Source: an optimization exercise on an open RTL-to-GDS flow (aim: small area and a short achievable clock period). Production flows keep margins and buffers that such runs may drop.
Only simulation tests tie the RTL to the original design; equivalence was not proved.

## flow/design.v (module list and top-level ports; edited modules follow where they fit)
// module crc_ax2: 3 lines
// module crc_a2: 3 lines
// module crc_x2: 3 lines
// module crc_engine: 2328 lines
// module crc_units: 117 lines
module crc_units (
    input  wire        clk,
    input  wire        rst_n,
    input  wire        req_valid,
    input  wire        req_write,
    input  wire [15:0] req_addr,     
    input  wire [1:0]  req_size,     
    input  wire [31:0] req_wdata,
    output reg         rsp_valid,
    output reg         rsp_err,
    output reg  [31:0] rsp_rdata
);
  // ...
==> flow/flow/run.sh <==
#!/bin/bash
# Standard ORFS layout, with timing repair aimed at a setup slack margin so
# that the resizer works on the achieved period (the SDC is unchanged).
set -euo pipefail
MARGIN=$(cat flow/margin.txt)
bash standard.sh SETUP_SLACK_MARGIN=$MARGIN finish > flow_make.log 2>&1
==> flow/flow/margin.txt <==
54
==> flow/standard.sh <==
#!/bin/bash
# synth_recipe.tcl (not shown) runs the flow's synth.tcl, then flattens the netlist and writes it again
# the make line also repeats each setting of config.mk as NAME=value (left out here)
make -C /OpenROAD-flow-scripts/flow DESIGN_CONFIG=/design/flow/config.mk WORK_HOME=/design/flow/orfs CLKGATE_MAP_FILE= SYNTH_SCRIPT=/design/flow/synth_recipe.tcl "${@:-finish}"
==> flow/config.mk <==
export PLATFORM = sky130hd
export DESIGN_NAME = crc_units
export DESIGN_NICKNAME = crc_units
export VERILOG_FILES = /design/flow/design.v
export SDC_FILE = /design/flow/constraint.sdc
export NUM_CORES = 4
export LEC_CHECK = 0
export CAP_MARGIN = 20
export CORE_MARGIN = 2
export CORE_UTILIZATION = 40
export PLACE_DENSITY = 0.6
export SLEW_MARGIN = 20
export SYNTH_HIERARCHICAL = 1
==> flow/constraint.sdc <==
create_clock -name core_clock -period 70.0 [get_ports {clk}]
set_input_delay 14.0000 -clock core_clock [delete_from_list [all_inputs] [get_ports {clk}]]
set_output_delay 14.0000 -clock core_clock [all_outputs]
set_load 0.01 [all_outputs]
==> summary.txt, run 1 <==
Hold path
  – Sink of the worst hold path: p_poly[0]
  – Hold Startpoint: poly[0][0]

Detailed routing
  – Top Layer Used: met5
  – Vias: 38500

Synth
  – Mux cell area share after synthesis: 14.9%
  – Largest family of logic cells by synthesized area: XOR/XNOR gates
  – Synth top area share: 34.5%
  – Seq/Total Area, Yosys: 40.5%

Run status
  – Status: timing/DRC/antenna clean

Placed design
  – GP Congestion: 0.994
  – IO buf count: 87

Die
  – Chip height: 348 µm
  – Core Box Area: 118000 µm²
  – Full die area: 121000 µm²

STA
  – Final worst-path cycle share: 23.6%

Setup path
  – Worst Path Required: 70.51 ns
  – Critical path depth: 12
  – Reg2reg path depth: 58
  – WP data arrival: 17.00 ns
  – CP bufs+invs: 3
  – Worst setup EP type: flip-flop
  – Crit Path Max Fanout: 28

Layout
  – Inverters: 36
  – Buffers, non-clock: 318
  – Final core occ: 47.3%

CTS
  – Max Root-Sink Buffers: 3
  – CTS H-tree lvls: 3

GRT
  – Largest net degree at the start of global routing: 67
  – Gr busiest metal: met2
  – Number of global-route vias before repair: 36400
==> module crc_units, before the edit <==
module crc_units (
    input  wire        clk,
    input  wire        rst_n,
    input  wire        req_valid,
    input  wire        req_write,
    input  wire [15:0] req_addr,     
    input  wire [1:0]  req_size,     
    input  wire [31:0] req_wdata,
    output reg         rsp_valid,
    output reg         rsp_err,
    output reg  [31:0] rsp_rdata
);
    reg        cfg_en    [0:3];
    reg        cfg_refin [0:3];
    reg        cfg_refout[0:3];
    reg [4:0]  cfg_wm1   [0:3];
    reg [31:0] poly      [0:3];
    reg [31:0] init      [0:3];
    reg [31:0] xorout    [0:3];
    reg [31:0] val       [0:3];
    reg        p_v;
    reg        p_dat;    
    reg [1:0]  p_u;
    reg [1:0]  p_n;      
    reg [31:0] p_d;      
    reg [31:0] p_val;    
    reg [31:0] p_poly;
    reg [4:0]  p_wm1;
    reg        p_refin;
    wire [31:0] e_res;
    crc_engine u_engine (
        .crc_in (p_val),
        .poly   (p_poly),
        .wm1    (p_wm1),
        .data   (p_d),
        .nbytes (p_n),
        .refin  (p_refin),
        .crc_out(e_res)
    );
    wire [31:0] p_new = p_dat ? e_res : p_d;
    wire [1:0] u       = req_addr[7:6];
    wire [3:0] idx     = req_addr[5:2];
    wire       ok      = (req_addr[15:8] == 8'd0) && (idx <= 4'd9) &&
                         (req_size == 2'd2) && (req_addr[1:0] == 2'b00);
    wire       is_data = (idx == 4'd7) || (idx == 4'd8) || (idx == 4'd9);
    wire        s_en     = cfg_en[u];
    wire        s_refin  = cfg_refin[u];
    wire        s_refout = cfg_refout[u];
    wire [4:0]  s_wm1    = cfg_wm1[u];
    wire [31:0] s_poly   = poly[u];
    wire [31:0] s_init   = init[u];
    wire [31:0] s_xorout = xorout[u];
    wire        hit      = p_v && (p_u == u);
    wire [31:0] s_val    = hit ? p_new : val[u];         
    wire [4:0]  s_sh   = ~s_wm1;
    wire [31:0] s_mask = 32'hFFFF_FFFF >> s_sh;
    wire err = !ok || (req_write && is_data && !s_en);
    wire wen = req_valid && req_write && !err;
    wire [31:0] c_top = s_val << s_sh;
    reg  [31:0] refl;
    integer k;
    always @* begin
        for (k = 0; k < 32; k = k + 1)
            refl[k] = c_top[31 - k];
    end
    wire [31:0] res = ((s_refout ? refl : s_val) ^ s_xorout) & s_mask;
    reg [31:0] rd;
    always @* begin
        case (idx)
            4'd0:    rd = {s_en, s_refin, s_refout, 24'd0, s_wm1};
            4'd1:    rd = s_poly & s_mask;
            4'd2:    rd = s_init & s_mask;
            4'd3:    rd = s_xorout & s_mask;
            4'd4:    rd = s_val & s_mask;
            4'd5:    rd = res;
            default: rd = 32'd0;    
        endcase
    end
    always @(posedge clk) begin
        rsp_valid <= rst_n && req_valid;
        rsp_err   <= err;
        rsp_rdata <= (req_write || !ok) ? 32'd0 : rd;
    end
    wire val_wr = (idx == 4'd4) || (idx == 4'd6 && req_wdata[0]);
    always @(posedge clk) begin
        p_v     <= rst_n && wen && (is_data || val_wr);
        p_dat   <= is_data;
        p_u     <= u;
        p_n     <= idx[1:0] + 2'd1;     
        p_d     <= is_data ? req_wdata : ((idx == 4'd6) ? s_init : req_wdata) & s_mask;
        p_val   <= s_val;
        p_poly  <= s_poly;
        p_wm1   <= s_wm1;
        p_refin <= s_refin;
    end
    wire        rst    = !rst_n;
    wire [31:0] mw     = req_wdata & s_mask;
    wire [31:0] d_poly = rst ? 32'h04C1_1DB7 : mw;
    wire [31:0] d_ones = rst ? 32'hFFFF_FFFF : mw;
    wire [31:0] d_val  = rst ? 32'hFFFF_FFFF : p_new;
    wire [7:0]  d_cfg  = rst ? 8'b0111_1111 :    
                         {req_wdata[31:29], req_wdata[4:0]};
    genvar g;
    generate
        for (g = 0; g < 4; g = g + 1) begin : g_unit
            wire sel = wen && (u == g);
            always @(posedge clk) begin
                if (rst || (sel && idx == 4'd0))
                    {cfg_en[g], cfg_refin[g], cfg_refout[g], cfg_wm1[g]} <= d_cfg;
                if (rst || (sel && idx == 4'd1)) poly[g]   <= d_poly;
                if (rst || (sel && idx == 4'd2)) init[g]   <= d_ones;
                if (rst || (sel && idx == 4'd3)) xorout[g] <= d_ones;
                if (rst || (p_v && p_u == g))    val[g]    <= d_val;
            end
        end
    endgenerate
endmodule
==> run 2, diff against run 1 <==
--- a/flow/design.v
+++ b/flow/design.v
@@ -4,43 +4,31 @@
 module crc_a2 (input wire a, input wire b, output wire y);
     assign y = a & b;
 endmodule
 module crc_x2 (input wire a, input wire b, output wire y);
     assign y = a ^ b;
 endmodule
 module crc_engine (
     input  wire [31:0] crc_in,    
+    input  wire [31:0] x,         
     input  wire [31:0] poly,      
     input  wire [4:0]  wm1,       
-    input  wire [31:0] data,
     input  wire [1:0]  nbytes,    
-    input  wire        refin,
     output wire [31:0] crc_out
 );
     wire [4:0]  sh    = ~wm1;                  
     wire [31:0] mask  = 32'hFFFF_FFFF >> sh;
-    wire [31:0] c_top = crc_in << sh;
     wire [31:0] p_top = poly << sh;
-    reg [31:0] m;
-    integer i0, t;
-    always @* begin
-        for (i0 = 0; i0 < 4; i0 = i0 + 1)
-            for (t = 0; t < 8; t = t + 1)
-                m[8*i0 + t] = refin ? data[8*i0 + t] : data[8*i0 + 7 - t];
-    end
-    wire [31:0] a, x;
+    wire [31:0] a;
     assign a[0] = 1'b1;
     genvar gi;
     generate
-        for (gi = 0; gi < 32; gi = gi + 1) begin : g_ax
-            if (gi > 0) begin : g_an
-                assign a[gi] = p_top[32 - gi];
-            end
-            assign x[gi] = c_top[31 - gi] ^ m[gi];
+        for (gi = 1; gi < 32; gi = gi + 1) begin : g_a
+            assign a[gi] = p_top[32 - gi];
         end
     endgenerate
     wire [15:0] b, f0, y1, f1;
     wire [31:0] pr;
     assign b[0] = 1'b1;
     wire [31:0] fb = {f1, f0};
     reg [31:0] q, cs;
     integer i5;
@@ -2358,25 +2346,24 @@
     reg        p_v;
     reg        p_dat;    
     reg [1:0]  p_u;
     reg [1:0]  p_n;      
     reg [31:0] p_d;      
     reg [31:0] p_val;    
     reg [31:0] p_poly;
     reg [4:0]  p_wm1;
-    reg        p_refin;
+    reg [31:0] p_x;      
     wire [31:0] e_res;
     crc_engine u_engine (
         .crc_in (p_val),
+        .x      (p_x),
         .poly   (p_poly),
         .wm1    (p_wm1),
-        .data   (p_d),
         .nbytes (p_n),
-        .refin  (p_refin),
         .crc_out(e_res)
     );
     wire [31:0] p_new = p_dat ? e_res : p_d;
     wire [1:0] u       = req_addr[7:6];
     wire [3:0] idx     = req_addr[5:2];
     wire       ok      = (req_addr[15:8] == 8'd0) && (idx <= 4'd9) &&
                          (req_size == 2'd2) && (req_addr[1:0] == 2'b00);
     wire       is_data = (idx == 4'd7) || (idx == 4'd8) || (idx == 4'd9);
@@ -2396,16 +2383,23 @@
     wire [31:0] c_top = s_val << s_sh;
     reg  [31:0] refl;
     integer k;
     always @* begin
         for (k = 0; k < 32; k = k + 1)
             refl[k] = c_top[31 - k];
     end
     wire [31:0] res = ((s_refout ? refl : s_val) ^ s_xorout) & s_mask;
+    reg [31:0] m;
+    integer i0, t;
+    always @* begin
+        for (i0 = 0; i0 < 4; i0 = i0 + 1)
+            for (t = 0; t < 8; t = t + 1)
+                m[8*i0 + t] = s_refin ? req_wdata[8*i0 + t] : req_wdata[8*i0 + 7 - t];
+    end
     reg [31:0] rd;
     always @* begin
         case (idx)
             4'd0:    rd = {s_en, s_refin, s_refout, 24'd0, s_wm1};
             4'd1:    rd = s_poly & s_mask;
             4'd2:    rd = s_init & s_mask;
             4'd3:    rd = s_xorout & s_mask;
             4'd4:    rd = s_val & s_mask;
@@ -2423,17 +2417,17 @@
         p_v     <= rst_n && wen && (is_data || val_wr);
         p_dat   <= is_data;
         p_u     <= u;
         p_n     <= idx[1:0] + 2'd1;     
         p_d     <= is_data ? req_wdata : ((idx == 4'd6) ? s_init : req_wdata) & s_mask;
         p_val   <= s_val;
         p_poly  <= s_poly;
         p_wm1   <= s_wm1;
-        p_refin <= s_refin;
+        p_x     <= refl ^ m;
     end
     wire        rst    = !rst_n;
     wire [31:0] mw     = req_wdata & s_mask;
     wire [31:0] d_poly = rst ? 32'h04C1_1DB7 : mw;
     wire [31:0] d_ones = rst ? 32'hFFFF_FFFF : mw;
     wire [31:0] d_val  = rst ? 32'hFFFF_FFFF : p_new;
     wire [7:0]  d_cfg  = rst ? 8'b0111_1111 :    
                          {req_wdata[31:29], req_wdata[4:0]};
==> flow/run.sh (new file) <==
#!/bin/bash
# synth_recipe.tcl (not shown) runs the flow's synth.tcl, then flattens the netlist and writes it again
# the make line also repeats each setting of config.mk as NAME=value (left out here)
make -C /OpenROAD-flow-scripts/flow DESIGN_CONFIG=/design/flow/config.mk WORK_HOME=/design/flow/orfs CLKGATE_MAP_FILE= SYNTH_SCRIPT=/design/flow/synth_recipe.tcl finish
==> flow/config.mk (replaced) <==
export PLATFORM = sky130hd
export DESIGN_NAME = crc_units
export DESIGN_NICKNAME = crc_units
export VERILOG_FILES = /design/flow/design.v
export SDC_FILE = /design/flow/constraint.sdc
export NUM_CORES = 4
export LEC_CHECK = 0
export CAP_MARGIN = 20
export CORE_MARGIN = 2
export CORE_UTILIZATION = 25
export PLACE_DENSITY = 0.4
export SLEW_MARGIN = 20
export SYNTH_HIERARCHICAL = 1
removed: flow/flow/run.sh
removed: flow/flow/margin.txt
removed: flow/standard.sh
==> run 2 against run 1 <==
- still clean
- critical path depth is the same
- maximum frequency down 9.2%
- worst setup slack got worse by 1.7 ns
- first-iteration DRC count fell by 24%
- core utilization decreased by 18 points
- register-to-register slack got worse by 1.4 ns
- clock skew fell by 0.014 ns
- critical endpoint is now rsp_rdata[31]
==> summary.txt, run 2 <==
Setup path
  – WP data arrival: 18.66 ns (was 17.00 ns)
  – Crit Path Max Fanout: 39 (was 28)
  – Critical-path top delay cell: nor2_1 (was a222oi_1)
  – CP Class: primary input to flip-flop (unchanged)
  – Top delay family on crit path: buffers and inverters (was compound AO/OA/AOI/OAI gates)
  – Worst setup EP type: flip-flop (unchanged)
  – Worst path cell trace: buf_8, buf_4, mux2_2, buf_4, inv_2, nand2_1, nor2_1, nand2_1, o21ai_0, xor2_1, a21oi_1, o32ai_1 (was clkbuf_8, mux2_2, o21ai_4, buf_6, inv_4, nand2_8, nor3_1, a222oi_1, o221ai_1, xor2_1, a221oi_1, o31ai_1)
  – Startpoint Class: primary input (unchanged)
  – Crit-path max cell delay: 0.80 ns (was 0.56 ns)
  – Worst Path Required: 70.51 ns (about the same)
  – CP bufs+invs: 4 (was 3)

Synth
  – Synth Area per Inst: 10.1 µm² (was 10.2 µm²)
  – Cells after synthesis: 4617 (was 4654)
  – Cell area after synthesis: 46700 µm² (was 47400 µm²)
  – YS warnings: 16 (unchanged)

CTS
  – Hold_buf cts: 0 (unchanged)
  – CTS tree: built (unchanged)
  – Max Root-Sink Buffers: 3 (unchanged)
  – CTS clk-pin slew, worst paths: 0.06 ns (was 0.07 ns)
  – # clock sinks: 709 (was 686)
  – Worst-Skew Late Latency: 0.69 ns (was 0.65 ns)
  – PostCTS Resize Cnt: 0 (was 165)
  – Num CTS Buffers: 79 (was 72)
  – CTS root buf: clkbuf_16 (unchanged)
  – Post-CTS setup buffers: 0 (was 49)
  – CTS H-tree lvls: 3 (unchanged)

STA
  – Fmax: 0.0551 GHz (was 0.0606 GHz)
  – Hold Slack: 0.672 ns (was 0.636 ns)
  – Fin crit period: 18.15 ns (was 16.49 ns)
  – Clock skew: 0.0318 ns (was 0.0460 ns)
  – Final Hold Fails: 0 (unchanged)
  – Final worst-path cycle share: 25.9% (was 23.6%)
  – # setup viols final: 0 (unchanged)
  – Max Slew Vio Count: 0 (unchanged)
  – RSZ-0062 raised after global routing: no (was yes)
  – Worst-Margin Slew: 1.19 ns (was 1.24 ns)
  – Relative slew slack: 20.0% (was 16.6%)
  – Fin Setup TNS: 0 ns (unchanged)

Layout
  – Fin area: 54000 µm² (was 55700 µm²)
  – Area grow syn2layout: 15.5% (was 17.5%)
  – Final core occ: 29.1% (was 47.3%)
  – Nets@finish: 4825 (was 4934)
  – Most common cell after layout, fill and taps aside: nand2_1 (unchanged)
  – Most frequent cells in the layout: 1306 x nand2_1, 1074 x xor2_1, 544 x edfxtp_1 (was 1304 x nand2_1, 1076 x xor2_1, 544 x edfxtp_1)
  – Share of cells above drive strength 1: 11.2% (was 17.6%)

Detailed routing
  – Routed len/inst: 26.8 µm (was 28.1 µm)
  – Final WL: 196000 µm (was 182000 µm)
  – Drt via density: 4.95 (was 5.95)
  – Post-route ant nets: 0 (unchanged)
  – DRC: 0 (unchanged)
  – Vias: 36200 (was 38500)
  – 1st-iter DRT viols: 3335 (was 4375)
  – DR pass1 iterations: 9 (was 6)

Placed design
  – IO buf count: 87 (unchanged)
  – Post-DP Area: 51400 µm² (was 51000 µm²)
  – Dpl hpwl: 141000 µm (was 125000 µm)
  – GP Congestion: 0.955 (was 0.994)

Die
  – I/O pin total: 88 (unchanged)
  – Full die area: 190000 µm² (was 121000 µm²)
  – Initial core utilization: 25.2% (was 40.2%)
  – Chip height: 436 µm (was 348 µm)
  – Std-Cell Rows: 158 (was 126)
  – Die width: 436 µm (was 348 µm)
  – Core Box Area: 186000 µm² (was 118000 µm²)

GRT
  – First-pass GRT wire length: 278000 µm (was 263000 µm)
  – Total track usage: 20.1% (was 29.4%)
  – Number of global-route vias before repair: 35200 (was 36400)
  – Initial antenna violation count: 9 (was 22)
  – Largest net degree at the start of global routing: 69 (was 67)
  – Grt ovf: 0 (unchanged)

Hold path
  – Hold/Removal Path Class: flip-flop to flip-flop (unchanged)

Run status
  – Status: timing/DRC/antenna clean (unchanged)

Job
  – MaxCap Viol Count: 0 (unchanged)
## run 2: per-layer routing
| layer | wire length, µm | vias to the layer above | GRT usage [%] |
|---|---|---|---|
| met5 | 50 | - | 0 |
| li1 | - | 16400 | - |
| met2 | 91200 | 1207 | 32.7 |
| met1 | 86100 | 18300 | 27.2 |
| met3 | 10500 | 280 | 2.44 |
| met4 | 8360 | 8 | 7.61 |
## run 2: cell type report
type,instances,area [µm²]
Fill cell,19200,132000
Multi-Input combinational cell,3696,26500
Sequential cell,709,19600
Tap cell,2480,3100
Clock buffer,105,2130
Timing Repair Buffer,241,2030
Clock inverter,41,457
Inverter,40,153
Antenna cell,4,10.0
## run 2: worst paths after layout
path | startpoint | to | slack (ns) | cells past startpoint
worst max-delay path | req_addr[7] | rsp_rdata[31] | 51.85 | 12
worst min-delay path | poly[1][18] | p_poly[18] | 0.67 | 1
worst max register to register | p_wm1[0] | rsp_rdata[2] | 53.23 | 56
worst min register to register | poly[1][18] | p_poly[18] | 0.67 | 1
## run 2: per-stage QoR
stage | cells | setup slack [ns]
2_1_floorplan | 4623 | 51.24
3_3_place_gp | 7166 | 51.11
3_5_place_dp | 7166 | 51.03
4_1_cts | 7312 | 51.75
5_1_grt | 7312 | 51.60
6_report | 7316 | 51.85
==> run 3, diff against run 2 <==
--- a/flow/design.v
+++ b/flow/design.v
@@ -2347,7 +2347,6 @@
     reg        p_dat;    
     reg [1:0]  p_u;
     reg [1:0]  p_n;      
-    reg [31:0] p_d;      
     reg [31:0] p_val;    
     reg [31:0] p_poly;
     reg [4:0]  p_wm1;
@@ -2361,7 +2360,7 @@
         .nbytes (p_n),
         .crc_out(e_res)
     );
-    wire [31:0] p_new = p_dat ? e_res : p_d;
+    wire [31:0] p_new = p_dat ? e_res : p_x;
     wire [1:0] u       = req_addr[7:6];
     wire [3:0] idx     = req_addr[5:2];
     wire       ok      = (req_addr[15:8] == 8'd0) && (idx <= 4'd9) &&
@@ -2418,11 +2417,10 @@
         p_dat   <= is_data;
         p_u     <= u;
         p_n     <= idx[1:0] + 2'd1;     
-        p_d     <= is_data ? req_wdata : ((idx == 4'd6) ? s_init : req_wdata) & s_mask;
         p_val   <= s_val;
         p_poly  <= s_poly;
         p_wm1   <= s_wm1;
-        p_x     <= refl ^ m;
+        p_x     <= is_data ? refl ^ m : ((idx == 4'd6) ? s_init : req_wdata) & s_mask;
     end
     wire        rst    = !rst_n;
     wire [31:0] mw     = req_wdata & s_mask;
--- a/flow/config.mk
+++ b/flow/config.mk
@@ -7,7 +7,7 @@
 export LEC_CHECK = 0
 export CAP_MARGIN = 20
 export CORE_MARGIN = 2
-export CORE_UTILIZATION = 25
-export PLACE_DENSITY = 0.4
+export CORE_UTILIZATION = 40
+export PLACE_DENSITY = 0.6
 export SLEW_MARGIN = 20
 export SYNTH_HIERARCHICAL = 1
==> run 3 against run 2 <==
- still clean
- maximum frequency up 1.8%
- critical path depth is 2 lower
- hold slack worse by 0.064 ns
- area after synthesis decreased by 0.41%
- cell count fell by 13%
- clock skew decreased by 0.0018 ns
- core utilization up 16 points
- cell area down 3.4%
- worst setup slack gained 0.32 ns
- critical path type unchanged
- largest cell class unchanged
==> summary.txt, run 3 <==
Run status
  – Status: timing/DRC/antenna clean (unchanged)

STA
  – Fin crit period: 17.83 ns (was 18.15 ns)
  – Clock skew: 0.0300 ns (was 0.0318 ns)
  – Max Slew Vio Count: 0 (unchanged)
  – Final Hold Fails: 0 (unchanged)
  – Final worst-path cycle share: 25.5% (was 25.9%)
  – Relative slew slack: 13.5% (was 20.0%)
  – RSZ-0062 raised after global routing: no (unchanged)
  – Worst-Margin Slew: 1.28 ns (was 1.19 ns)
  – Fin Setup TNS: 0 ns (unchanged)
  – Fmax: 0.0561 GHz (was 0.0551 GHz)
  – # setup viols final: 0 (unchanged)

Layout
  – Share of cells above drive strength 1: 11.3% (was 11.2%)
  – Most frequent cells in the layout: 1254 x nand2_1, 1071 x xor2_1, 544 x edfxtp_1 (was 1306 x nand2_1, 1074 x xor2_1, 544 x edfxtp_1)
  – Register Area: 19000 µm² (was 19600 µm²)
  – Fin area: 52100 µm² (was 54000 µm²)
  – Multi-input logic area: 26800 µm² (was 26500 µm²)
  – Nets@finish: 4820 (was 4825)
  – Fill cells: 10900 (was 19200)
  – Cell Count, Final, Fillers Out: 6340 (was 7316)
  – Most common cell after layout, fill and taps aside: nand2_1 (unchanged)
  – Area grow syn2layout: 12.0% (was 15.5%)

Synth
  – YS warnings: 16 (unchanged)
  – Cell area after synthesis: 46500 µm² (was 46700 µm²)
  – Synth Area per Inst: 10.1 µm² (about the same)
  – Cells after synthesis: 4619 (was 4617)

Placed design
  – Dpl hpwl: 119000 µm (was 141000 µm)
  – GP Congestion: 1.02 (was 0.955)
  – Dpl cells: 6214 (was 7166)
  – IO buf count: 87 (unchanged)
  – Post-DP Area: 50000 µm² (was 51400 µm²)

Setup path
  – Critical path depth: 10 (was 12)
  – CP endpoint: rsp_rdata[17] (was rsp_rdata[31])
  – Reg2Reg Capture Point: rsp_rdata[7] (was rsp_rdata[2])
  – Worst setup EP type: flip-flop (unchanged)
  – Critical-path top delay cell: nand4_1 (was nor2_1)
  – CP bufs+invs: 2 (was 4)
  – Origin of the critical flop-to-flop path: p_wm1[0] (unchanged)
  – Reg2reg setup slack: 53.87 ns (was 53.23 ns)
  – Crit Path Max Fanout: 69 (was 39)
  – Crit path launch: req_addr[7] (unchanged)
  – Top delay family on crit path: compound AO/OA/AOI/OAI gates (was buffers and inverters)
  – CP Class: primary input to flip-flop (unchanged)
  – Worst Path Required: 70.45 ns (was 70.51 ns)
  – Reg2reg path depth: 58 (was 56)
  – WP data arrival: 18.28 ns (was 18.66 ns)
  – Crit-path max cell delay: 0.65 ns (was 0.80 ns)
  – Startpoint Class: primary input (unchanged)
  – Worst path cell trace: clkbuf_8, mux2_4, inv_2, nand4_1, o22ai_1, nor2_1, mux4_2, a21boi_0, o21ai_0, a2111oi_0 (was buf_8, buf_4, mux2_2, buf_4, inv_2, nand2_1, nor2_1, nand2_1, o21ai_0, xor2_1, a21oi_1, o32ai_1)

GRT
  – Total track usage: 28.2% (was 20.1%)
  – Grt ovf: 0 (unchanged)
  – First-pass GRT wire length: 252000 µm (was 278000 µm)
  – Initial antenna violation count: 13 (was 9)
  – Largest net degree at the start of global routing: 74 (was 69)
  – Number of global-route vias before repair: 35000 (was 35200)

CTS
  – Max Root-Sink Buffers: 3 (unchanged)
  – Num CTS Buffers: 69 (was 79)
  – Hold_buf cts: 0 (unchanged)
  – CTS root buf: clkbuf_16 (unchanged)
  – # clock sinks: 677 (was 709)
  – Post-CTS setup buffers: 0 (unchanged)
  – PostCTS Resize Cnt: 0 (unchanged)
  – CTS H-tree lvls: 3 (unchanged)
  – CTS clk-pin slew, worst paths: 0.06 ns (about the same)
  – Worst-Skew Late Latency: 0.63 ns (was 0.69 ns)
  – CTS tree: built (unchanged)

Die
  – Std-Cell Rows: 125 (was 158)
  – I/O pin total: 88 (unchanged)
  – Core Box Area: 116000 µm² (was 186000 µm²)
  – Chip height: 345 µm (was 436 µm)
  – Initial core utilization: 40.2% (was 25.2%)
  – Full die area: 119000 µm² (was 190000 µm²)
  – Die width: 345 µm (was 436 µm)

Detailed routing
  – Post-route ant nets: 0 (unchanged)
  – Final WL: 173000 µm (was 196000 µm)
  – Vias: 37500 (was 36200)
  – DRC: 0 (unchanged)
  – Routed len/inst: 27.3 µm (was 26.8 µm)
  – Drt via density: 5.92 (was 4.95)
  – DR pass1 iterations: 7 (was 9)
  – 1st-iter DRT viols: 4495 (was 3335)

Hold path
  – Hold/Removal Path Class: flip-flop to flip-flop (unchanged)
  – Min-Delay Path Depth: 1 (unchanged)

Job
  – MaxCap Viol Count: 0 (unchanged)
-- run 3: cell type report --
class	count	area share, %
clock buffer	90	3.66
multi-input combinational	3732	51.5
sequential	677	36.4
tap	1524	3.66
antenna	4	0.0192
clock inverter	31	0.506
timing repair buffer	246	3.98
inverter	36	0.269
-- run 3: per-layer routing --
metal | routed length [µm] | track usage (%)
met3 | 15700 | 5.34
met1 | 72500 | 39.4
met2 | 77500 | 43.4
met4 | 7400 | 10.9
met5 | 133 | 0
-- run 3: stage by stage --
step,hold WS (ns),util (%),setup slack (ns)
finish,0.608,45.0,52.17
global route,0.607,45.0,51.81
CTS,0.601,45.0,52.27
detailed placement,0.593,43.2,51.63
global placement,0.584,43.2,51.68
floorplan,0.547,-,51.03
-- run 3: how the worst min path moves through the flow --
stage / start / to / slack [ns]
2_1_floorplan: poly[1][0] / p_poly[0] / 0.55
3_3_place_gp: poly[0][21] / p_poly[21] / 0.58
3_5_place_dp: poly[1][21] / p_poly[21] / 0.59
4_1_cts: poly[1][21] / p_poly[21] / 0.60
5_1_grt: poly[1][21] / p_poly[21] / 0.61
6_report: poly[0][20] / p_poly[20] / 0.61
-- run 3: worst register-to-register path: cells and delay by family (launching register included) --
family,cells,cell delay [ns]
compound gates,7,1.85
flops,1,0.58
xor+xnor,28,6.95
mux,4,2.21
simple gates,11,1.72
buf+inv,8,2.71
==> run 4, diff against run 3 <==
==> flow/flow/run.sh (new file) <==
#!/bin/bash
# Standard ORFS layout, with timing repair aimed at a setup slack margin so
# that the resizer works on the achieved period (the SDC is unchanged).
set -euo pipefail
MARGIN=$(cat flow/margin.txt)
bash standard.sh SETUP_SLACK_MARGIN=$MARGIN finish > flow_make.log 2>&1
==> flow/flow/margin.txt (new file) <==
53
==> flow/standard.sh (new file) <==
#!/bin/bash
# synth_recipe.tcl (not shown) runs the flow's synth.tcl, then flattens the netlist and writes it again
# the make line also repeats each setting of config.mk as NAME=value (left out here)
make -C /OpenROAD-flow-scripts/flow DESIGN_CONFIG=/design/flow/config.mk WORK_HOME=/design/flow/orfs CLKGATE_MAP_FILE= SYNTH_SCRIPT=/design/flow/synth_recipe.tcl "${@:-finish}"
removed: flow/run.sh
==> run 4 against run 3 <==
- count of clock-buffer cells in the layout fell by 9
- worst setup slack improved by 0.86 ns
- critical path type unchanged
- global-route usage rose by 0.15 points
- cell count rose by 0.19%
- sequential share of layout area fell by 0.41 points
- cell area rose by 1.1%
- maximum frequency rose by 5.1%
- largest cell class unchanged
- sequential cell count did not move
==> summary.txt, run 4 <==
Hold path
  – Hold/Removal Path Class: flip-flop to flip-flop (unchanged)
  – Hold Startpoint: poly[0][23] (was poly[0][20])

Die
  – Std-Cell Rows: 125 (unchanged)
  – Full die area: 119000 µm² (unchanged)
  – Chip height: 345 µm (unchanged)
  – Die width: 345 µm (unchanged)
  – I/O pin total: 88 (unchanged)
  – Initial core utilization: 40.2% (unchanged)
  – Core Box Area: 116000 µm² (unchanged)

Detailed routing
  – Drt via density: 5.97 (was 5.92)
  – DR pass1 iterations: 9 (was 7)
  – DRC: 0 (unchanged)
  – Routed len/inst: 27.6 µm (was 27.3 µm)
  – 1st-iter DRT viols: 4795 (was 4495)
  – Post-route ant nets: 0 (unchanged)
  – Vias: 37900 (was 37500)
  – Final WL: 175000 µm (was 173000 µm)

GRT
  – Number of global-route vias before repair: 35100 (was 35000)
  – Grt ovf: 0 (unchanged)
  – Total track usage: 28.4% (was 28.2%)
  – Largest net degree at the start of global routing: 79 (was 74)
  – Initial antenna violation count: 12 (was 13)
  – First-pass GRT wire length: 253000 µm (was 252000 µm)

STA
  – Fin Setup TNS: 0 ns (unchanged)
  – Final worst-path cycle share: 24.2% (was 25.5%)
  – Relative slew slack: 13.7% (was 13.5%)
  – Final Hold Fails: 0 (unchanged)
  – Clock skew: 0.0533 ns (was 0.0300 ns)
  – Setup WS post-layout: 53.03 ns (was 52.17 ns)
  – Hold Slack: 0.600 ns (was 0.608 ns)
  – Fin crit period: 16.97 ns (was 17.83 ns)
  – Fmax: 0.0589 GHz (was 0.0561 GHz)
  – Worst-Margin Slew: 1.28 ns (about the same)
  – # setup viols final: 0 (unchanged)
  – Max Slew Vio Count: 0 (unchanged)
  – RSZ-0062 raised after global routing: yes (was no)

Setup path
  – Startpoint Class: primary input (unchanged)
  – Crit-path max cell delay: 0.61 ns (was 0.65 ns)
  – Crit Path Max Fanout: 68 (was 69)
  – Worst Path Required: 70.53 ns (was 70.45 ns)
  – Critical-path top delay cell: mux4_2 (was nand4_1)
  – Crit path launch: req_addr[7] (unchanged)
  – Worst setup EP type: flip-flop (unchanged)
  – CP Class: primary input to flip-flop (unchanged)
  – Worst path cell trace: buf_16, mux2_4, clkinv_8, mux4_1, o22ai_1, nor2_1, mux4_2, and2_4, or4b_1, and4_1 (was clkbuf_8, mux2_4, inv_2, nand4_1, o22ai_1, nor2_1, mux4_2, a21boi_0, o21ai_0, a2111oi_0)
  – Top delay family on crit path: multiplexers (was compound AO/OA/AOI/OAI gates)
  – Origin of the critical flop-to-flop path: p_wm1[0] (unchanged)
  – Reg2reg setup slack: 53.95 ns (was 53.87 ns)
  – WP data arrival: 17.50 ns (was 18.28 ns)
  – CP bufs+invs: 2 (unchanged)

Layout
  – Nets@finish: 4824 (was 4820)
  – Area grow syn2layout: 13.3% (was 12.0%)
  – Most common cell after layout, fill and taps aside: nand2_1 (unchanged)
  – Most frequent cells in the layout: 1252 x nand2_1, 1071 x xor2_1, 544 x edfxtp_1 (was 1254 x nand2_1, 1071 x xor2_1, 544 x edfxtp_1)
  – Share of cells above drive strength 1: 12.2% (was 11.3%)
  – Fin area: 52700 µm² (was 52100 µm²)

CTS
  – CTS tree: built (unchanged)
  – CTS clk-pin slew, worst paths: 0.07 ns (was 0.06 ns)
  – Worst-Skew Late Latency: 0.64 ns (was 0.63 ns)
  – CTS root buf: clkbuf_16 (unchanged)
  – Max Root-Sink Buffers: 3 (unchanged)
  – # clock sinks: 677 (unchanged)
  – CTS H-tree lvls: 3 (unchanged)
  – Num CTS Buffers: 72 (was 69)

Job
  – MaxCap Viol Count: 0 (unchanged)

Placed design
  – GP Congestion: 1.03 (was 1.02)
  – Pre-CTS setup slack: 51.34 ns (was 51.63 ns)
  – IO buf count: 87 (unchanged)
  – Dpl hpwl: 122000 µm (was 119000 µm)
  – Post-DP Area: 49900 µm² (was 50000 µm²)

Synth
  – Cells after synthesis: 4619 (unchanged)
  – Synth Area per Inst: 10.1 µm² (unchanged)
  – Cell area after synthesis: 46500 µm² (unchanged)
  – YS warnings: 16 (unchanged)

Run status
  – Status: timing/DRC/antenna clean (unchanged)
[run 4: layout make-up]
type                       instances  area (µm²)
tap                             1524        1910
timing repair buffer             247        2310
fill                           10800       63000
inverter                          36         150
clock buffer                      81        1880
antenna                            6        15.0
multi-input combinational       3732       27000
clock inverter                    49         527
sequential                       677       19000
[run 4: worst register-to-register path: cells and delay by family (launching register included)]
kind	cells	cell delay [ns]
xor+xnor	27	7.66
flops	1	0.75
mux	4	1.67
compound gates	8	2.21
buf+inv	5	1.98
simple gates	10	1.69
[run 4: repair_timing]
| item | 4_1_cts | 5_1_grt |
|---|---|---|
| setup endpoints to repair | 622 | 460 |
| hold endpoints to repair | 0 | 0 |
| hold buffers | 0 | 0 |
| gates resized for setup | 46 | 36 |
| pin swaps | 1 | 1 |
| buffers inserted | 3 | 3 |
| cloned | 1 | 1 |
[run 4: per-layer routing]
metal	routed length (µm)	up-vias	GRT usage [%]	part of all wire (%)
met5	37	-	0	0.021
met4	8680	6	12.1	5.0
met3	15800	358	4.43	9.0
met2	77500	2061	43.8	44
met1	73100	18900	39.6	42
li1	-	16600	-	-
[run 4: path summary, 6_finish.rpt]
| check | end | depth (start not counted) |
|---|---|---|
| max | rsp_rdata[1] | 10 |
| min | p_poly[23] | 1 |
| max reg2reg | rsp_rdata[4] | 54 |
| min reg2reg | p_poly[23] | 1 |
[run 4: metrics by stage]
step | utilization [%] | instances
floorplan | - | 4625
global placement | 43.1 | 6207
detailed placement | 43.1 | 6208
CTS | 45.4 | 6342
global route | 45.6 | 6346
finish | 45.6 | 6352
==> run 5, diff against run 4 <==
==> flow/flow/margin.txt (replaced) <==
53.5
==> run 5 against run 4 <==
- die area unchanged
- non-clock buffer count increased by 41
- critical endpoint is now p_x[2]
- global-route usage increased by 0.43 points
- sequential cell count unchanged
- maximum frequency increased by 2.9%
- hold slack got worse by 0.010 ns
- first-iteration DRC count decreased by 6.4%
- worst setup slack improved by 0.48 ns
- still clean on timing, DRC and antenna
- critical path depth increased by 2
==> summary.txt, run 5 <==
Die
  – Full die area: 119000 µm² (unchanged)
  – Std-Cell Rows: 125 (unchanged)
  – Chip height: 345 µm (unchanged)
  – I/O pin total: 88 (unchanged)
  – Initial core utilization: 40.2% (unchanged)
  – Core Box Area: 116000 µm² (unchanged)
  – Die width: 345 µm (unchanged)

GRT
  – Initial antenna violation count: 11 (was 12)
  – Gr busiest metal: met2 (unchanged)
  – Met1 Use GR: 39.9% (was 39.6%)
  – Met3 Resource Use GR: 5.19% (was 4.43%)
  – Number of global-route vias before repair: 36200 (was 35100)
  – First-pass GRT wire length: 257000 µm (was 253000 µm)
  – Largest net degree at the start of global routing: 69 (was 79)
  – Met2 usage: 44.1% (was 43.8%)
  – Grt ovf: 0 (unchanged)
  – Total track usage: 28.8% (was 28.4%)

Placed design
  – Dpl hpwl: 121000 µm (was 122000 µm)
  – GP Congestion: 1.04 (was 1.03)
  – Post-DP Area: 50000 µm² (was 49900 µm²)
  – IO buf count: 87 (unchanged)

Layout
  – Area grow syn2layout: 14.6% (was 13.3%)
  – Fill cells: 10900 (was 10800)
  – Nets@finish: 4868 (was 4824)
  – Share of cells above drive strength 1: 13.9% (was 12.2%)
  – Most common cell after layout, fill and taps aside: nand2_1 (unchanged)
  – Final core occ: 46.1% (was 45.6%)
  – Most frequent cells in the layout: 1248 x nand2_1, 1072 x xor2_1, 544 x edfxtp_1 (was 1252 x nand2_1, 1071 x xor2_1, 544 x edfxtp_1)
  – Fin area: 53300 µm² (was 52700 µm²)

STA
  – Final worst-path cycle share: 23.6% (was 24.2%)
  – Fin Setup TNS: 0 ns (unchanged)
  – Worst-Margin Slew: 1.06 ns (was 1.28 ns)
  – Clock skew: 0.0356 ns (was 0.0533 ns)
  – Max Slew Vio Count: 0 (unchanged)
  – Fin crit period: 16.49 ns (was 16.97 ns)
  – Relative slew slack: 28.7% (was 13.7%)
  – Fmax: 0.0606 GHz (was 0.0589 GHz)
  – # setup viols final: 0 (unchanged)
  – RSZ-0062 raised after global routing: yes (unchanged)
  – Final Hold Fails: 0 (unchanged)

Detailed routing
  – DR pass1 iterations: 8 (was 9)
  – Final WL: 177000 µm (was 175000 µm)
  – Vias: 38300 (was 37900)
  – Routed len/inst: 27.7 µm (was 27.6 µm)
  – DRC: 0 (unchanged)
  – 1st-iter DRT viols: 4488 (was 4795)
  – Post-route ant nets: 0 (unchanged)
  – Drt via density: 5.99 (was 5.97)

CTS
  – CTS H-tree lvls: 3 (unchanged)
  – CTS tree: built (unchanged)
  – Max Root-Sink Buffers: 3 (unchanged)
  – CTS root buf: clkbuf_16 (unchanged)
  – Num CTS Buffers: 70 (was 72)
  – CTS clk-pin slew, worst paths: 0.06 ns (was 0.07 ns)
  – Worst-Skew Late Latency: 0.65 ns (was 0.64 ns)
  – # clock sinks: 677 (unchanged)
  – Hold_buf cts: 0 (unchanged)

Synth
  – YS warnings: 16 (unchanged)
  – Cells after synthesis: 4619 (unchanged)
  – Synth Area per Inst: 10.1 µm² (unchanged)
  – Cell area after synthesis: 46500 µm² (unchanged)

Hold path
  – Sink of the worst hold path: p_poly[29] (was p_poly[23])
  – Hold/Removal Path Class: flip-flop to flip-flop (unchanged)
  – Min-Delay Path Depth: 1 (unchanged)
  – Hold Startpoint: poly[1][29] (was poly[0][23])

Setup path
  – Crit path launch: req_addr[6] (was req_addr[7])
  – WP data arrival: 17.05 ns (was 17.50 ns)
  – Startpoint Class: primary input (unchanged)
  – Crit Path Max Fanout: 12 (was 68)
  – Reg2reg path depth: 55 (was 54)
  – CP Class: primary input to flip-flop (unchanged)
  – Origin of the critical flop-to-flop path: p_wm1[0] (unchanged)
  – Worst setup EP type: flip-flop (unchanged)
  – Reg2Reg Capture Point: p_x[5] (was rsp_rdata[4])
  – Worst Path Required: 70.55 ns (was 70.53 ns)
  – Reg2reg setup slack: 54.37 ns (was 53.95 ns)

Job
  – MaxCap Viol Count: 0 (unchanged)

Run status
  – Status: timing/DRC/antenna clean (unchanged)
-- run 5: routing by layer --
layer  part of all wire (%)  vias up
met5                  0.012        -
met2                     44     2118
met1                     41    19100
met4                    5.0        4
li1                       -    16700
met3                    9.4      413
-- run 5: stage by stage --
stage	hold slack, ns	setup WS [ns]	std cells
3_5_place_dp	0.595	51.61	6216
4_1_cts	0.597	53.47	6367
2_1_floorplan	0.547	53.08	4625
3_3_place_gp	0.588	51.67	6216
5_1_grt	0.610	53.47	6390
6_report	0.590	53.51	6395
-- run 5: worst max-delay path, cell delays in order --
cell	delay [ns]
clkbuf_16	0.17
mux2i_1	0.13
mux2_4	0.31
buf_12	0.17
inv_8	0.09
mux2_2	0.36
a22oi_2	0.53
o32ai_1	0.20
o21ai_1	0.32
o2111ai_2	0.32
xor2_1	0.24
a21oi_1	0.18
-- run 5: cell type report --
cell class / count / area (µm²) / share of cell area, %
well taps: 1524 / 1910 / 3.58
clock inverters: 44 / 379 / 0.711
clock buffers: 84 / 1830 / 3.42
repair buffers: 288 / 2740 / 5.14
inverters: 36 / 178 / 0.333
flip-flops and latches: 677 / 19000 / 35.6
repair inverters: 5 / 53.8 / 0.101
diodes: 5 / 12.5 / 0.0235
multi-input cells: 3732 / 27200 / 51.1
-- run 5: timing repair --
item | 4_1_cts | 5_1_grt
gates cloned | 6 | 5
pin swaps | 4 | 12
setup endpoints to repair | 834 | 410
setup buffers | 17 | 17
gates resized for setup | 91 | 46
-- run 5: worst max-delay path by stage --
stage                               to  depth (start not counted)  slack, ns
after floorplan              val[0][0]                          3      53.08
after CTS                  poly[0][21]                         12      53.47
after global placement    rsp_rdata[1]                         14      51.67
final                           p_x[2]                         12      53.51
after detailed placement  rsp_rdata[1]                         14      51.61
after global routing      rsp_rdata[1]                         12      53.47
==> run 6, diff against run 5 <==
==> flow/flow/margin.txt (replaced) <==
54
==> run 6 against run 5 <==
- core utilization increased by 3.7 points
- critical path depth decreased by 1
- sequential cell count stayed put
- cell count grew 2.9%
==> summary.txt, run 6 <==
Run status
  – Status: timing/DRC/antenna clean (unchanged)

Detailed routing
  – DR pass1 iterations: 10 (was 8)
  – Drt via density: 6.06 (was 5.99)
  – Post-route ant nets: 0 (unchanged)
  – Routed len/inst: 29.0 µm (was 27.7 µm)
  – DRC: 0 (unchanged)
  – Met2 WL: 84100 µm (was 78400 µm)
  – Vias: 39800 (was 38300)
  – Final WL: 191000 µm (was 177000 µm)
  – 1st-iter DRT viols: 4984 (was 4488)
  – Top Layer Used: met5 (unchanged)
  – DRT met1 WL: 73600 µm (was 73000 µm)
  – Wire length on met3: 19700 µm (was 16700 µm)

CTS
  – Num CTS Buffers: 68 (was 70)
  – # clock sinks: 677 (unchanged)
  – CTS clk-pin slew, worst paths: 0.07 ns (was 0.06 ns)
  – CTS H-tree lvls: 3 (unchanged)
  – Worst-Skew Late Latency: 0.66 ns (was 0.65 ns)
  – Max Root-Sink Buffers: 3 (unchanged)
  – CTS tree: built (unchanged)
  – CTS root buf: clkbuf_16 (unchanged)

STA
  – Fin Setup TNS: 0 ns (unchanged)
  – Relative slew slack: 26.0% (was 28.7%)
  – # setup viols final: 0 (unchanged)
  – Fmax: 0.0610 GHz (was 0.0606 GHz)
  – Fin crit period: 16.40 ns (was 16.49 ns)
  – Worst-Margin Slew: 1.08 ns (was 1.06 ns)
  – Hold Slack: 0.601 ns (was 0.590 ns)
  – Final Hold Fails: 0 (unchanged)
  – Max Slew Vio Count: 0 (unchanged)
  – RSZ-0062 raised after global routing: yes (unchanged)
  – Clock skew: 0.0391 ns (was 0.0356 ns)
  – Final worst-path cycle share: 23.4% (was 23.6%)

Setup path
  – Worst path cell trace: clkbuf_16, buf_16, buf_16, mux4_2, mux2_4, o22ai_2, nor2_2, mux4_2, and2_4, or4b_1, and4_1 (was clkbuf_16, mux2i_1, mux2_4, buf_12, inv_8, mux2_2, a22oi_2, o32ai_1, o21ai_1, o2111ai_2, xor2_1, a21oi_1)
  – CP bufs+invs: 3 (unchanged)
  – WP data arrival: 16.95 ns (was 17.05 ns)
  – Crit path launch: req_addr[6] (unchanged)
  – CP Class: primary input to flip-flop (unchanged)
  – Origin of the critical flop-to-flop path: p_wm1[0] (unchanged)
  – Critical-path top delay cell: mux4_2 (was a22oi_2)
  – Crit Path Max Fanout: 8 (was 12)
  – Worst Path Required: 70.55 ns (about the same)
  – Crit-path max cell delay: 0.60 ns (was 0.53 ns)
  – Reg2reg setup slack: 54.41 ns (was 54.37 ns)
  – Startpoint Class: primary input (unchanged)
  – Top delay family on crit path: multiplexers (was compound AO/OA/AOI/OAI gates)
  – Worst setup EP type: flip-flop (unchanged)

Hold path
  – Hold/Removal Path Class: flip-flop to flip-flop (unchanged)
  – Hold Startpoint: poly[1][21] (was poly[1][29])

Die
  – I/O pin total: 88 (unchanged)
  – Chip height: 345 µm (unchanged)
  – Die width: 345 µm (unchanged)
  – Full die area: 119000 µm² (unchanged)
  – Initial core utilization: 40.2% (unchanged)
  – Std-Cell Rows: 125 (unchanged)
  – Core Box Area: 116000 µm² (unchanged)

Synth
  – Cell area after synthesis: 46500 µm² (unchanged)
  – Cells after synthesis: 4619 (unchanged)
  – YS warnings: 16 (unchanged)
  – Synth Area per Inst: 10.1 µm² (unchanged)

GRT
  – Total track usage: 30.1% (was 28.8%)
  – Grt ovf: 0 (unchanged)
  – Initial antenna violation count: 10 (was 11)
  – Largest net degree at the start of global routing: 69 (unchanged)
  – Number of global-route vias before repair: 36800 (was 36200)
  – First-pass GRT wire length: 265000 µm (was 257000 µm)

Job
  – MaxCap Viol Count: 0 (unchanged)

Layout
  – Fill cells: 10300 (was 10900)
  – Multi-input logic area: 28800 µm² (was 27200 µm²)
  – Fin area: 57600 µm² (was 53300 µm²)
  – Area grow syn2layout: 23.8% (was 14.6%)
  – Most common cell after layout, fill and taps aside: nand2_1 (unchanged)
  – Share of cells above drive strength 1: 20.5% (was 13.9%)
  – Register Area: 19000 µm² (unchanged)
  – Most frequent cells in the layout: 1236 x nand2_1, 1072 x xor2_1, 544 x edfxtp_1 (was 1248 x nand2_1, 1072 x xor2_1, 544 x edfxtp_1)
  – Nets@finish: 5051 (was 4868)

Placed design
  – Dpl hpwl: 121000 µm (about the same)
  – GP Congestion: 1.02 (was 1.04)
  – IO buf count: 87 (unchanged)
  – Post-DP Area: 50400 µm² (was 50000 µm²)
run 6: per-layer routing:
| metal | up-vias | GRT usage (%) |
|---|---|---|
| met1 | 19600 | 40.2 |
| met5 | - | 0 |
| met3 | 576 | 6.07 |
| li1 | 17100 | - |
| met4 | 8 | 15.8 |
| met2 | 2583 | 46.1 |
run 6: path summary, 6_finish.rpt:
path,to,cells after the start
max,rsp_rdata[1],11
min,p_poly[21],1
max reg2reg,rsp_rdata[1],56
min reg2reg,p_poly[21],1
run 6: metrics by stage:
stage	setup WS (ns)	utilization, %	instances
2_1_floorplan	53.25	-	4625
3_3_place_gp	51.47	43.5	6207
3_5_place_dp	51.43	43.5	6207
4_1_cts	53.66	48.3	6493
5_1_grt	53.53	49.8	6572
6_report	53.60	49.8	6578
run 6: what timing repair did:
item / 4_1_cts / 5_1_grt
gates resized for setup: 353 / 158
hold buffers: 0 / 0
buffers inserted: 133 / 56
cloned: 28 / 23
endpoints found under the setup margin: 868 / 526
pin swaps: 100 / 83
run 6: area by class of cell:
class	instances	area share [%]
well taps	1524	3.31
diodes	6	0.0261
clock buffers	88	3.15
repair inverters	6	0.169
inverters	36	0.347
clock inverters	37	0.717
multi-input cells	3734	49.9
flip-flops and latches	677	33.0
repair buffers	470	9.36
==> run 7, diff against run 6 <==
==> flow/flow/run.sh (replaced) <==
#!/bin/bash
# Standard ORFS layout (the standard.sh, standard synthesis), with
# timing repair aimed at a setup slack margin so that the resizer works on
# the achieved period (the SDC is unchanged), and ports buffered with
# buf_2 instead of the default buffer cell.
set -euo pipefail
MARGIN=$(cat flow/margin.txt)
bash standard.sh SETUP_SLACK_MARGIN=$MARGIN \
    "BUFFER_PORTS_ARGS=-buffer_cell sky130_fd_sc_hd__buf_2" finish > flow_make.log 2>&1
==> flow/flow/margin.txt (replaced) <==
53.5
==> run 7 against run 6 <==
- core utilization decreased by 4.2 points
- critical path type unchanged
- non-clock buffer count down 203
- critical path depth is 1 higher
- cell count decreased by 3.1%
- highest routed layer unchanged
- die area stayed put
==> summary.txt, run 7 <==
Run status
  – Status: timing/DRC/antenna clean (unchanged)

CTS
  – Worst-Skew Late Latency: 0.64 ns (was 0.66 ns)
  – Hold_buf cts: 0 (unchanged)
  – CTS tree: built (unchanged)
  – # clock sinks: 677 (unchanged)
  – Num CTS Buffers: 70 (was 68)
  – CTS H-tree lvls: 3 (unchanged)
  – CTS root buf: clkbuf_16 (unchanged)
  – Max Root-Sink Buffers: 3 (unchanged)
  – CTS clk-pin slew, worst paths: 0.06 ns (was 0.07 ns)

Layout
  – Share of cells above drive strength 1: 15.2% (was 20.5%)
  – Most frequent cells in the layout: 1249 x nand2_1, 1071 x xor2_1, 544 x edfxtp_1 (was 1236 x nand2_1, 1072 x xor2_1, 544 x edfxtp_1)
  – Cell Count, Final, Fillers Out: 6374 (was 6578)
  – Most common cell after layout, fill and taps aside: nand2_1 (unchanged)
  – Nets@finish: 4845 (was 5051)
  – Final core occ: 45.5% (was 49.8%)
  – Area grow syn2layout: 13.3% (was 23.8%)

Synth
  – Cell area after synthesis: 46500 µm² (unchanged)
  – Synth Area per Inst: 10.1 µm² (unchanged)
  – Cells after synthesis: 4619 (unchanged)
  – YS warnings: 16 (unchanged)

Die
  – I/O pin total: 88 (unchanged)
  – Full die area: 119000 µm² (unchanged)
  – Chip height: 345 µm (unchanged)
  – Initial core utilization: 40.2% (unchanged)
  – Core Box Area: 116000 µm² (unchanged)
  – Std-Cell Rows: 125 (unchanged)
  – Die width: 345 µm (unchanged)

Hold path
  – Sink of the worst hold path: p_poly[20] (was p_poly[21])
  – Min-Delay Path Depth: 1 (unchanged)
  – Hold/Removal Path Class: flip-flop to flip-flop (unchanged)
  – Hold Startpoint: poly[1][20] (was poly[1][21])

Detailed routing
  – Post-route ant nets: 0 (unchanged)
  – Final WL: 176000 µm (was 191000 µm)
  – Drt via density: 5.96 (was 6.06)
  – 1st-iter DRT viols: 4344 (was 4984)
  – DR pass1 iterations: 6 (was 10)
  – Vias: 38000 (was 39800)
  – DRC: 0 (unchanged)
  – Routed len/inst: 27.7 µm (was 29.0 µm)

STA
  – Max Slew Vio Count: 0 (unchanged)
  – Worst-Margin Slew: 1.11 ns (was 1.08 ns)
  – Clock skew: 0.0289 ns (was 0.0391 ns)
  – # setup viols final: 0 (unchanged)
  – Fmax: 0.0605 GHz (was 0.0610 GHz)
  – Fin Setup TNS: 0 ns (unchanged)
  – RSZ-0062 raised after global routing: yes (unchanged)
  – Fin crit period: 16.54 ns (was 16.40 ns)
  – Relative slew slack: 25.8% (was 26.0%)
  – Final Hold Fails: 0 (unchanged)
  – Final worst-path cycle share: 23.6% (was 23.4%)

Setup path
  – Crit Path Max Fanout: 34 (was 8)
  – Origin of the critical flop-to-flop path: p_wm1[0] (unchanged)
  – Startpoint Class: primary input (unchanged)
  – Reg2Reg Capture Point: rsp_rdata[1] (unchanged)
  – WP data arrival: 17.06 ns (was 16.95 ns)
  – Reg2reg setup slack: 54.24 ns (was 54.41 ns)
  – Worst Path Required: 70.52 ns (was 70.55 ns)
  – CP Class: primary input to flip-flop (unchanged)
  – Worst setup EP type: flip-flop (unchanged)
  – Crit path launch: req_addr[6] (unchanged)
  – Reg2reg path depth: 55 (was 56)

GRT
  – Largest net degree at the start of global routing: 69 (unchanged)
  – Total track usage: 28.8% (was 30.1%)
  – First-pass GRT wire length: 256000 µm (was 265000 µm)
  – Grt ovf: 0 (unchanged)
  – Number of global-route vias before repair: 35800 (was 36800)
  – Initial antenna violation count: 18 (was 10)

Job
  – MaxCap Viol Count: 0 (unchanged)

Placed design
  – Dpl hpwl: 121000 µm (about the same)
  – IO buf count: 87 (unchanged)
  – Dpl cells: 6218 (was 6207)
  – GP Congestion: 1.03 (was 1.02)
[run 7: final cells by class]
| type | count | area, µm² |
|---|---|---|
| sequential | 677 | 19000 |
| multi-input combinational | 3734 | 27300 |
| inverter | 36 | 156 |
| timing repair inverter | 1 | 8.76 |
| fill | 10900 | 63000 |
| clock inverter | 38 | 463 |
| timing repair buffer | 267 | 2020 |
| tap | 1524 | 1910 |
| antenna | 8 | 20.0 |
| clock buffer | 89 | 1880 |
[run 7: metrics by stage]
stage / setup WS [ns] / instance area [µm²] / hold slack [ns]
finish: 53.46 / 52700 / 0.600
global route: 53.39 / 52700 / 0.621
CTS: 53.47 / 52400 / 0.616
detailed placement: 51.70 / 49600 / 0.596
global placement: 51.68 / 49600 / 0.590
floorplan: 53.08 / 46900 / 0.547
[run 7: timing repair]
| item | CTS | global route |
|---|---|---|
| endpoints found under the setup margin | 720 | 388 |
| cloned | 4 | 1 |
| pin swaps | 2 | 8 |
| gates resized for setup | 59 | 47 |
| buffers inserted | 8 | 8 |
[run 7: worst max path at each step]
| stage | to | slack (ns) | cells after the start |
|---|---|---|---|
| final | rsp_rdata[17] | 53.46 | 12 |
| after global routing | rsp_rdata[17] | 53.39 | 12 |
| after CTS | rsp_rdata[1] | 53.47 | 13 |
| after detailed placement | rsp_rdata[1] | 51.70 | 11 |
| after global placement | rsp_rdata[1] | 51.68 | 11 |
| after floorplan | val[0][0] | 53.08 | 3 |
[run 7: per-layer routing]
layer / GRT usage (%) / routed length [µm]
met2: 43.4 / 77000
met4: 13.5 / 9560
met3: 5.58 / 15600
met1: 39.9 / 74000
met5: 0 / 120
[run 7: critical path: stages]
cell	delay, ns
buf_16	0.16
mux2i_1	0.15
mux2_4	0.40
inv_16	0.18
mux2_2	0.40
a22oi_4	0.22
nand2_2	0.15
mux4_2	0.53
buf_4	0.18
a21boi_0	0.15
o21ai_0	0.13
a2111oi_2	0.36
==> run 8, diff against run 7 <==
--- a/flow/config.mk
+++ b/flow/config.mk
@@ -11,3 +11,4 @@
 export PLACE_DENSITY = 0.6
 export SLEW_MARGIN = 20
 export SYNTH_HIERARCHICAL = 1
+export TNS_END_PERCENT = 0
==> run 8 against run 7 <==
- register-to-register slack worse by 0.24 ns
- cell area about the same
- sequential share of layout area about the same
- critical path depth down 2
- maximum frequency down 0.91%
- global-route usage up 0.26 points
- first-iteration DRC count up 3.4%
- critical path type unchanged
==> summary.txt, run 8 <==
Run status
  – Status: timing/DRC/antenna clean (unchanged)

STA
  – Worst-Margin Slew: 1.32 ns (was 1.11 ns)
  – Fin Setup TNS: 0 ns (unchanged)
  – RSZ-0062 raised after global routing: yes (unchanged)
  – Fmax: 0.0599 GHz (was 0.0605 GHz)
  – # setup viols final: 0 (unchanged)
  – Final Hold Fails: 0 (unchanged)
  – Hold Slack: 0.601 ns (was 0.600 ns)
  – Max Slew Vio Count: 0 (unchanged)
  – Relative slew slack: 11.3% (was 25.8%)
  – Fin crit period: 16.69 ns (was 16.54 ns)
  – Final worst-path cycle share: 23.8% (was 23.6%)
  – Clock skew: 0.0321 ns (was 0.0289 ns)
  – Setup WS post-layout: 53.31 ns (was 53.46 ns)

Setup path
  – Startpoint Class: primary input (unchanged)
  – WP data arrival: 17.22 ns (was 17.06 ns)
  – Reg2reg path depth: 55 (unchanged)
  – Worst path cell trace: buf_16, buf_16, xnor2_2, buf_4, nand3_4, o21ai_0, nor2_1, a41oi_1, xnor2_1, o22ai_1 (was buf_16, mux2i_1, mux2_4, inv_16, mux2_2, a22oi_4, nand2_2, mux4_2, buf_4, a21boi_0, o21ai_0, a2111oi_2)
  – Crit path launch: req_addr[7] (was req_addr[6])
  – Reg2Reg Capture Point: rsp_rdata[11] (was rsp_rdata[1])
  – CP endpoint: rsp_rdata[8] (was rsp_rdata[17])
  – Critical path depth: 10 (was 12)
  – Reg2reg setup slack: 54.00 ns (was 54.24 ns)
  – CP Class: primary input to flip-flop (unchanged)
  – CP bufs+invs: 3 (unchanged)
  – Worst setup EP type: flip-flop (unchanged)
  – Worst path most repeated cell: buf_16
  – Origin of the critical flop-to-flop path: p_wm1[0] (unchanged)
  – Top delay family on crit path: compound AO/OA/AOI/OAI gates (was multiplexers)
  – Crit-path max cell delay: 1.12 ns (was 0.53 ns)
  – Worst Path Required: 70.52 ns (about the same)
  – Crit Path Max Fanout: 29 (was 34)
  – Critical-path top delay cell: o21ai_0 (was mux4_2)

Synth
  – YS warnings: 16 (unchanged)
  – Cell area after synthesis: 46500 µm² (unchanged)
  – Synth Area per Inst: 10.1 µm² (unchanged)
  – Cells after synthesis: 4619 (unchanged)

CTS
  – CTS clk-pin slew, worst paths: 0.07 ns (was 0.06 ns)
  – Num CTS Buffers: 70 (unchanged)
  – CTS H-tree lvls: 3 (unchanged)
  – Worst-Skew Late Latency: 0.64 ns (about the same)
  – CTS tree: built (unchanged)
  – # clock sinks: 677 (unchanged)
  – Max Root-Sink Buffers: 3 (unchanged)
  – CTS root buf: clkbuf_16 (unchanged)

GRT
  – Initial antenna violation count: 18 (unchanged)
  – Total track usage: 29.1% (was 28.8%)
  – Number of global-route vias before repair: 35600 (was 35800)
  – Largest net degree at the start of global routing: 69 (unchanged)
  – Grt ovf: 0 (unchanged)
  – First-pass GRT wire length: 257000 µm (was 256000 µm)

Hold path
  – Hold/Removal Path Class: flip-flop to flip-flop (unchanged)

Placed design
  – IO buf count: 87 (unchanged)
  – Pre-CTS setup slack: 51.00 ns (was 51.70 ns)
  – GP Congestion: 1.02 (was 1.03)
  – Dpl hpwl: 120000 µm (was 121000 µm)

Layout
  – Most common cell after layout, fill and taps aside: nand2_1 (unchanged)
  – Multi-input logic area: 27100 µm² (was 27300 µm²)
  – Register Area: 19000 µm² (unchanged)
  – Final core occ: 45.5% (about the same)
  – Nets@finish: 4846 (was 4845)
  – Share of cells above drive strength 1: 14.5% (was 15.2%)
  – Most frequent cells in the layout: 1251 x nand2_1, 1070 x xor2_1, 544 x edfxtp_1 (was 1249 x nand2_1, 1071 x xor2_1, 544 x edfxtp_1)
  – Fill cells: 10800 (was 10900)
  – Area grow syn2layout: 13.2% (was 13.3%)

Die
  – Std-Cell Rows: 125 (unchanged)
  – Die width: 345 µm (unchanged)
  – I/O pin total: 88 (unchanged)
  – Core Box Area: 116000 µm² (unchanged)
  – Full die area: 119000 µm² (unchanged)
  – Chip height: 345 µm (unchanged)
  – Initial core utilization: 40.2% (unchanged)

Detailed routing
  – Post-route ant nets: 0 (unchanged)
  – 1st-iter DRT viols: 4490 (was 4344)
  – Drt via density: 6.00 (was 5.96)
  – DRC: 0 (unchanged)
  – Final WL: 179000 µm (was 176000 µm)
  – Vias: 38300 (was 38000)
  – Routed len/inst: 28.1 µm (was 27.7 µm)
  – DR pass1 iterations: 7 (was 6)

Job
  – MaxCap Viol Count: 0 (unchanged)
run 8: through the flow:
step / instance area (µm²) / std cells
floorplan: 46700 / 4625
global placement: 49500 / 6209
detailed placement: 49500 / 6209
CTS: 52500 / 6359
global route: 52700 / 6370
finish: 52700 / 6373
run 8: per-layer routing:
metal  up-vias  GRT usage, %  wire (µm)
li1      16600             -          -
met1     19100          39.8      72300
met2      2156          44.7      79300
met3       387          5.88      18200
met4        22          12.5       8880
met5         -             0        149
run 8: worst min path at each step:
stage           startpoint         end  slack (ns)  cells past startpoint
3_5_place_dp   poly[1][20]  p_poly[20]        0.58                      1
5_1_grt        poly[1][12]  p_poly[12]        0.61                      1
2_1_floorplan   poly[1][0]   p_poly[0]        0.55                      1
4_1_cts        poly[1][20]  p_poly[20]        0.60                      1
3_3_place_gp   poly[0][20]  p_poly[20]        0.58                      1
6_report       poly[1][12]  p_poly[12]        0.60                      1
run 8: layout make-up:
class | instances | area share [%]
Multi-Input combinational cell | 3733 | 51.4
Clock buffer | 88 | 3.59
Antenna cell | 3 | 0.0143
Sequential cell | 677 | 36.1
Tap cell | 1524 | 3.62
Timing Repair inverter | 3 | 0.0499
Timing Repair Buffer | 267 | 4.00
Clock inverter | 42 | 0.917
Inverter | 36 | 0.318
run 8: what timing repair did:
| action | 4_1_cts | 5_1_grt |
|---|---|---|
| setup buffers | 9 | 9 |
| gates resized for setup | 49 | 22 |
| cloned | 11 | 2 |
| endpoints found under the setup margin | 858 | 568 |
| hold buffers | 0 | 0 |
| pin swaps | 2 | 4 |

## what the ideal ports hide
Ports are ideal in the flow. The routed layouts listed here were re-timed in OpenROAD.
Step 1 sets driving cells, clkbuf_16 on the clock port and buf_2 on the other inputs (assumed; they add their load-dependent delay and slew).
Step 2 moves the port delays by t, midway between the first and last clock arrival at a register: inputs arrive t later, outputs are due t later. That takes back most of the time a late clock gives input paths.
Three values: no drivers, after step 1, after step 2; two values: the first two.
run | t, ns | setup WS [ns] | hold slack, ns | worst register clock-pin slew, ns | pins driven straight from the clock port
run 1 | 0.692 | 53.510 / 53.291 / 52.600 | 0.636 / 0.636 / 0.636 | 0.07 / 0.07 | 1
run 2 | 0.743 | 51.848 / 51.839 / 51.096 | 0.672 / 0.672 / 0.672 | 0.07 / 0.07 | 1
run 3 | 0.683 | 52.168 / 52.199 / 51.516 | 0.608 / 0.608 / 0.608 | 0.08 / 0.08 | 1
run 4 | 0.685 | 53.025 / 53.003 / 52.318 | 0.600 / 0.600 / 0.600 | 0.07 / 0.07 | 1
run 5 | 0.695 | 53.506 / 53.401 / 52.706 | 0.590 / 0.590 / 0.590 | 0.08 / 0.08 | 1
run 6 | 0.712 | 53.599 / 53.378 / 52.666 | 0.601 / 0.601 / 0.601 | 0.09 / 0.09 | 1
run 7 | 0.692 | 53.458 / 53.333 / 52.642 | 0.600 / 0.600 / 0.600 | 0.08 / 0.08 | 1
run 8 | 0.696 | 53.307 / 53.116 / 52.420 | 0.601 / 0.601 / 0.601 | 0.08 / 0.08 | 1
After both steps every run listed still meets setup and hold. For run 6, which loses most, drivers alone change the setup slack by -0.221 ns; drivers and shift together by -0.933 ns.
